This design comes from an exercise in tuning for small area, a short achievable clock period and few clock cycles on the open sky130 flow, not from production work.
Where RTL was checked, it was by simulation tests only, not by an equivalence proof against the original.

// dgs_sha256
module dgs_sha256 (
    input  wire         clk,
    input  wire         rst,         
    input  wire         start,
    input  wire         load_state,
    input  wire         partial,
    input  wire [255:0] state_in,    
    input  wire [63:0]  count_in,    
    output wire         idle,
    input  wire         in_valid,
    output wire         in_ready,
    input  wire [31:0]  in_data,     
    input  wire         in_last,
    input  wire [2:0]   in_nbytes,   
    output reg          done,
    output wire         err,
    output wire [255:0] digest,
    output wire [63:0]  count_out
);
For scale: ~690 I/O pins.
clock: 10.0 ns
lec_check: 0
cap_margin: 10
core_margin: 2
core_utilization: 50
setup_slack_margin: 5
slew_margin: 10
standard.sh (not shown) runs the stock make flow with config.mk's settings and CLKGATE_MAP_FILE= SYNTH_SCRIPT=/design/flow/synth_recipe.tcl, a recipe that flattens the netlist after the stock synthesis.
==> flow/flow/run.sh <==
#!/bin/bash
# The standard layout, with the port buffers made of the smallest buffer cell
# and a clock tree of smaller buffers without dummy loads.
set -euo pipefail
export BUFFER_PORTS_ARGS="-buffer_cell sky130_fd_sc_hd__buf_1"
export CTS_ARGS="-sink_clustering_enable -repair_clock_nets -dont_use_dummy_load -buf_list sky130_fd_sc_hd__clkbuf_4"
bash standard.sh > standard.log 2>&1
The first run passed the timing, DRC and antenna checks.
Testbench counts at the start, summed over its fixed seeds: cycles 31,040.
Then changed:
Settings changed: CAP_MARGIN 10 to 20, CORE_UTILIZATION 50 to 40, PLACE_DENSITY set to 0.75, SLEW_MARGIN 10 to 20.
Outcome: The new run completed without violations. Wire length rises by about 3.7%. Sequential share of layout area went down by 0.62 points. Hold slack got worse by 0.098 ns. First-iteration DRC count went up by 9.1%. Via count goes up by about 3%. Global-route usage went down by 6.5 points. Die area grows by 25%.
Then changed:
Settings changed: CORE_UTILIZATION 40 to 50, PLACE_DENSITY 0.75 to unset.
Wire length came out lower by 3.6%.
Final area came out lower by 1.4%.
Area after synthesis is unchanged.
Maximum frequency came out higher by 2.2%.
Then changed:
Settings changed: CORE_UTILIZATION 50 to 30.
Worst setup slack loses 0.14 ns.
Global-route usage is lower by 13 points.
Critical path depth is unchanged.
Cell area grows by 3.1%.
Area after synthesis is unchanged.
Then changed:
==> flow/flow/run.sh (replaced) <==
#!/bin/bash
# The standard layout, with the port buffers made of the smallest buffer cell
# and timing repair aiming 6 ns below the clock period.
set -euo pipefail
export BUFFER_PORTS_ARGS="-buffer_cell sky130_fd_sc_hd__buf_1"
export SETUP_SLACK_MARGIN=6
bash standard.sh > standard.log 2>&1
Settings changed: CORE_UTILIZATION 30 to 40, SETUP_SLACK_MARGIN 5 to unset.
The new run ran to the end with no violations; die area shrinks by about 25%; first-iteration DRC count grows by 2.8%; clock skew came out lower by 0.19 ns; critical path depth goes up by 5; area after synthesis does not change; maximum frequency grows by 2.7%.

---

Setup of north:
dgs_sha256 again, from the RTL that the note above started with.
Design dgs_sha256, start of the top module:
module dgs_sha256 (
    input  wire         clk,
    input  wire         rst,         
    input  wire         start,
    input  wire         load_state,
    input  wire         partial,
    input  wire [255:0] state_in,    
    input  wire [63:0]  count_in,    
    output wire         idle,
    input  wire         in_valid,
    output wire         in_ready,
    input  wire [31:0]  in_data,     
    input  wire         in_last,
    input  wire [2:0]   in_nbytes,   
    output reg          done,
    output wire         err,
    output wire [255:0] digest,
    output wire [63:0]  count_out
);
    localparam [255:0] IV = {32'h6a09e667, 32'hbb67ae85, 32'h3c6ef372, 32'ha54ff53a,
                             32'h510e527f, 32'h9b05688c, 32'h1f83d9ab, 32'h5be0cd19};
    function [31:0] rotr(input [31:0] x, input integer n);
        rotr = (x >> n) | (x << (32 - n));
    endfunction
    function [31:0] bk_add(input [31:0] x, input [31:0] y);
        reg [31:0] p, g, p0;
        integer i, j;
        begin
            p = x ^ y;
            g = x & y;
            p0 = p;
            for (i = 1; i <= 5; i = i + 1)
                for (j = 2**i - 1; j < 32; j = j + 2**i) begin
                    g[j] = g[j] | (p[j] & g[j - 2**(i-1)]);
                    p[j] = p[j] & p[j - 2**(i-1)];
                end
            for (i = 5; i > 0; i = i - 1)
                for (j = 2**i + 2**(i-1) - 1; j < 32; j = j + 2**i) begin
                    g[j] = g[j] | (p[j] & g[j - 2**(i-1)]);
                    p[j] = p[j] & p[j - 2**(i-1)];
                end
            bk_add = p0 ^ {g[30:0], 1'b0};
        end
    endfunction
    reg         busy;
  ...
clock: 10.0 ns
lec_check: 0
cap_margin: 20
core_margin: 2
core_utilization: 40
setup_slack_margin: 5
slew_margin: 20
==> flow/flow/run.sh <==
#!/bin/bash
# The standard layout, with the port buffers made of the smallest buffer cell
# and a clock tree of smaller buffers without dummy loads.
set -euo pipefail
export BUFFER_PORTS_ARGS="-buffer_cell sky130_fd_sc_hd__buf_1"
export CTS_ARGS="-sink_clustering_enable -repair_clock_nets -dont_use_dummy_load -buf_list sky130_fd_sc_hd__clkbuf_4"
bash standard.sh > standard.log 2>&1
north completed; timing, DRC and antenna clean
Testbench counts of north, summed over its fixed seeds: cycles 31,040.
--- input diff north..south ---
--- a/flow/flow/run.sh
+++ b/flow/flow/run.sh
@@ -4,4 +4,4 @@
 set -euo pipefail
 export BUFFER_PORTS_ARGS="-buffer_cell sky130_fd_sc_hd__buf_1"
-export CTS_ARGS="-sink_clustering_enable -repair_clock_nets -dont_use_dummy_load -buf_list sky130_fd_sc_hd__clkbuf_4"
+export CTS_ARGS="-sink_clustering_enable -repair_clock_nets -dont_use_dummy_load -buf_list sky130_fd_sc_hd__clkbuf_8 -sink_clustering_size 12 -sink_clustering_max_diameter 40"
 bash standard.sh > standard.log 2>&1
--- a/flow/config.mk
+++ b/flow/config.mk
@@ -8,5 +8,5 @@
 export CAP_MARGIN = 20
 export CORE_MARGIN = 2
-export CORE_UTILIZATION = 40
+export CORE_UTILIZATION = 50
 export SETUP_SLACK_MARGIN = 5
 export SLEW_MARGIN = 20
Notes after the runs:
Wire length down about 7% in south wrt north
From south to north, hold buffer count at CTS did not move at all.
Number of cell instances on the worst register-to-register path delta for south relative to north: 1 higher
Relative to north, the sequential share of layout area of south is higher by 0.68 points.
Number of inserted filler cells in the final layout ended up 4067 lower on south than on north.
~same area after synthesis in north and south
Taking north as the reference, in south final RePlAce weighted congestion went down 1.5%, routed length on met1 dropped about 0.4%, post-cts gate resize count decreased about 7%.
### south -> east
--- a/flow/config.mk
+++ b/flow/config.mk
@@ -8,5 +8,5 @@
 export CAP_MARGIN = 20
 export CORE_MARGIN = 2
-export CORE_UTILIZATION = 50
+export CORE_UTILIZATION = 40
 export SETUP_SLACK_MARGIN = 5
 export SLEW_MARGIN = 20
## What came out
- Result for east and south: all clean
- Looking at post-route clock period utilization across east and south, the one that comes out higher is east.
- Side by side, routed length on met1 turned out higher in east than in south.
- [compare] base=south new=east: first-pass GRT wire length higher; via density per instance shrank by about 6%; largest net degree at the start of global routing higher.
- Compared to south, east has effective utilization at floorplan 10 points lower.
- On east: minimum clock period after layout is 0.077 ns higher than what south gave.
Input changes introduced in west (baseline for comparison: east):
==> flow/flow/run.sh <==
#!/bin/bash
# The standard layout, with the port buffers made of the smallest buffer cell,
# a clock tree of smaller buffers without dummy loads, and timing repair
# aiming 5.4 ns below the clock period.
set -euo pipefail
export BUFFER_PORTS_ARGS="-buffer_cell sky130_fd_sc_hd__buf_1"
export CTS_ARGS="-sink_clustering_enable -repair_clock_nets -dont_use_dummy_load -buf_list sky130_fd_sc_hd__clkbuf_4"
export SETUP_SLACK_MARGIN=5.4
bash standard.sh > standard.log 2>&1
--- a/flow/config.mk
+++ b/flow/config.mk
@@ -8,5 +8,4 @@
 export CAP_MARGIN = 20
 export CORE_MARGIN = 2
-export CORE_UTILIZATION = 40
-export SETUP_SLACK_MARGIN = 5
+export CORE_UTILIZATION = 50
 export SLEW_MARGIN = 20
Notes after the runs:
- In the flow results for west and east, the minimum clock period after layout is smaller on west.
- Sequential share of layout area in west is 0.76 points below east.
- Global-route usage was higher in the run labelled west.
- Between east and west, the flow reports cell area increasing slightly.
- Comparing the two runs side by side, west comes out ahead of east on die area.
- west ends up with a final worst-path cycle share that is 1.7 points lower than in east.
- Diff east -> west: setup slack after layout saw an increase; total wire length saw a decrease.
--- input diff west..middle ---
==> flow/flow/run.sh <==
#!/bin/bash
# The standard layout, with the port buffers made of the smallest buffer cell
# and a clock tree of smaller buffers without dummy loads.
set -euo pipefail
export BUFFER_PORTS_ARGS="-buffer_cell sky130_fd_sc_hd__buf_1"
export CTS_ARGS="-sink_clustering_enable -repair_clock_nets -dont_use_dummy_load -buf_list sky130_fd_sc_hd__clkbuf_4"
bash standard.sh > standard.log 2>&1
--- a/flow/config.mk
+++ b/flow/config.mk
@@ -6,6 +6,7 @@
 export NUM_CORES = 4
 export LEC_CHECK = 0
-export CAP_MARGIN = 20
+export CAP_MARGIN = 5
 export CORE_MARGIN = 2
 export CORE_UTILIZATION = 50
-export SLEW_MARGIN = 20
+export SETUP_SLACK_MARGIN = 5
+export SLEW_MARGIN = 5
Notes after the runs:
- Between middle and west, the placed instance area does not differ in any meaningful way.
- Run comparison: west launch point of the worst path na[1]; middle launch point of the worst path e[21]
- From west to middle the numbers moved as follows: number of clock buffers in the layout lower.

---

dgs_sha256, a different RTL version from the one above (not shown whole).
For scale: ~6200 cells after synthesis, ~690 I/O pins.
// dgs_sha256
module dgs_sha256 (
    input  wire         clk,
    input  wire         rst,         
    input  wire         start,
    input  wire         load_state,
    input  wire         partial,
    input  wire [255:0] state_in,    
    input  wire [63:0]  count_in,    
    output wire         idle,
    input  wire         in_valid,
    output wire         in_ready,
    input  wire [31:0]  in_data,     
    input  wire         in_last,
    input  wire [2:0]   in_nbytes,   
    output reg          done,
    output wire         err,
    output wire [255:0] digest,
    output wire [63:0]  count_out
);
    localparam [255:0] IV = {32'h6a09e667, 32'hbb67ae85, 32'h3c6ef372, 32'ha54ff53a,
                             32'h510e527f, 32'h9b05688c, 32'h1f83d9ab, 32'h5be0cd19};
    function [31:0] rotr(input [31:0] x, input integer n);
        rotr = (x >> n) | (x << (32 - n));
    endfunction
    function [31:0] bk_add(input [31:0] x, input [31:0] y);
        reg [31:0] p, g, p0;
        integer i, j;
        begin
            p = x ^ y;
            g = x & y;
            p0 = p;
            for (i = 1; i <= 5; i = i + 1)
                for (j = 2**i - 1; j < 32; j = j + 2**i) begin
                    g[j] = g[j] | (p[j] & g[j - 2**(i-1)]);
                    p[j] = p[j] & p[j - 2**(i-1)];
                end
            for (i = 5; i > 0; i = i - 1)
                for (j = 2**i + 2**(i-1) - 1; j < 32; j = j + 2**i) begin
  ...
clock: 10.0 ns
lec_check: 0
cap_margin: 20
core_margin: 2
core_utilization: 50
setup_slack_margin: 5
slew_margin: 20
==> flow/flow/run.sh <==
#!/bin/bash
# The standard layout, with the port buffers made of the smallest buffer cell
# and a clock tree of smaller buffers without dummy loads.
set -euo pipefail
export BUFFER_PORTS_ARGS="-buffer_cell sky130_fd_sc_hd__buf_1"
export CTS_ARGS="-sink_clustering_enable -repair_clock_nets -dont_use_dummy_load -buf_list sky130_fd_sc_hd__clkbuf_4"
bash standard.sh > standard.log 2>&1
Edit:
==> flow/flow/run.sh (replaced) <==
#!/bin/bash
# The standard layout, with the port buffers made of the smallest buffer cell,
# a clock tree of smaller buffers without dummy loads, and timing repair
# aiming 5.4 ns below the clock period.
set -euo pipefail
export BUFFER_PORTS_ARGS="-buffer_cell sky130_fd_sc_hd__buf_1"
export CTS_ARGS="-sink_clustering_enable -repair_clock_nets -dont_use_dummy_load -buf_list sky130_fd_sc_hd__clkbuf_4"
export SETUP_SLACK_MARGIN=5.4
bash standard.sh > standard.log 2>&1
--- a/flow/config.mk
+++ b/flow/config.mk
@@ -10,3 +10,2 @@
 export CORE_UTILIZATION = 50
-export SETUP_SLACK_MARGIN = 5
 export SLEW_MARGIN = 20
Worst hold slack is worse by 0.057 ns.
Setup slack improved by 0.15 ns.
Wire length climbs by 2.2%.
No run of this note included a check of the RTL's function; only the layout flow was run.

[what the ideal ports hide]
How much do the figures lean on ideal ports? The routed layouts below were timed once more, with nothing changed but the port constraints.
Step 1 assumes that a clkbuf_16 drives the clock port and a buf_2 every other input.
Step 2, shift: input delay + t, output delay - t, t = (earliest + latest rising clock arrival at the registers) / 2. This alone moves slack from input paths to output paths.
Three values: ideal ports, drivers, drivers and shift; two values: the first two.
run	t (ns)	setup WS [ns]	hold WS [ns]
the first run of note 1	1.321	5.035 / 5.035 / 4.256	0.367 / 0.367 / 0.367
the second run of note 1	1.365	4.904 / 4.904 / 4.001	0.269 / 0.269 / 0.269
the third run of note 1	1.319	5.015 / 5.015 / 4.239	0.364 / 0.364 / 0.364
the fourth run of note 1	1.344	4.877 / 4.877 / 4.345	0.297 / 0.297 / 0.297
the fifth run of note 1	0.864	5.011 / 5.011 / 5.011	0.404 / 0.404 / 0.404
north	1.361	4.920 / 4.920 / 4.356	0.348 / 0.348 / 0.348
south	0.964	5.001 / 5.001 / 4.302	0.379 / 0.379 / 0.379
east	1.016	4.924 / 4.924 / 4.331	0.270 / 0.270 / 0.270
west	1.331	5.095 / 5.095 / 4.351	0.329 / 0.329 / 0.329
middle	1.321	5.035 / 5.035 / 4.256	0.367 / 0.367 / 0.367
the first run of note 3	1.315	4.922 / 4.922 / 4.356	0.377 / 0.377 / 0.377
the second run of note 3	1.336	5.075 / 5.075 / 4.605	0.320 / 0.320 / 0.320
After both steps every run listed still meets setup and hold. For the second run of note 1, which loses most, drivers alone change the setup slack by 0.000 ns; drivers and shift together by -0.903 ns.
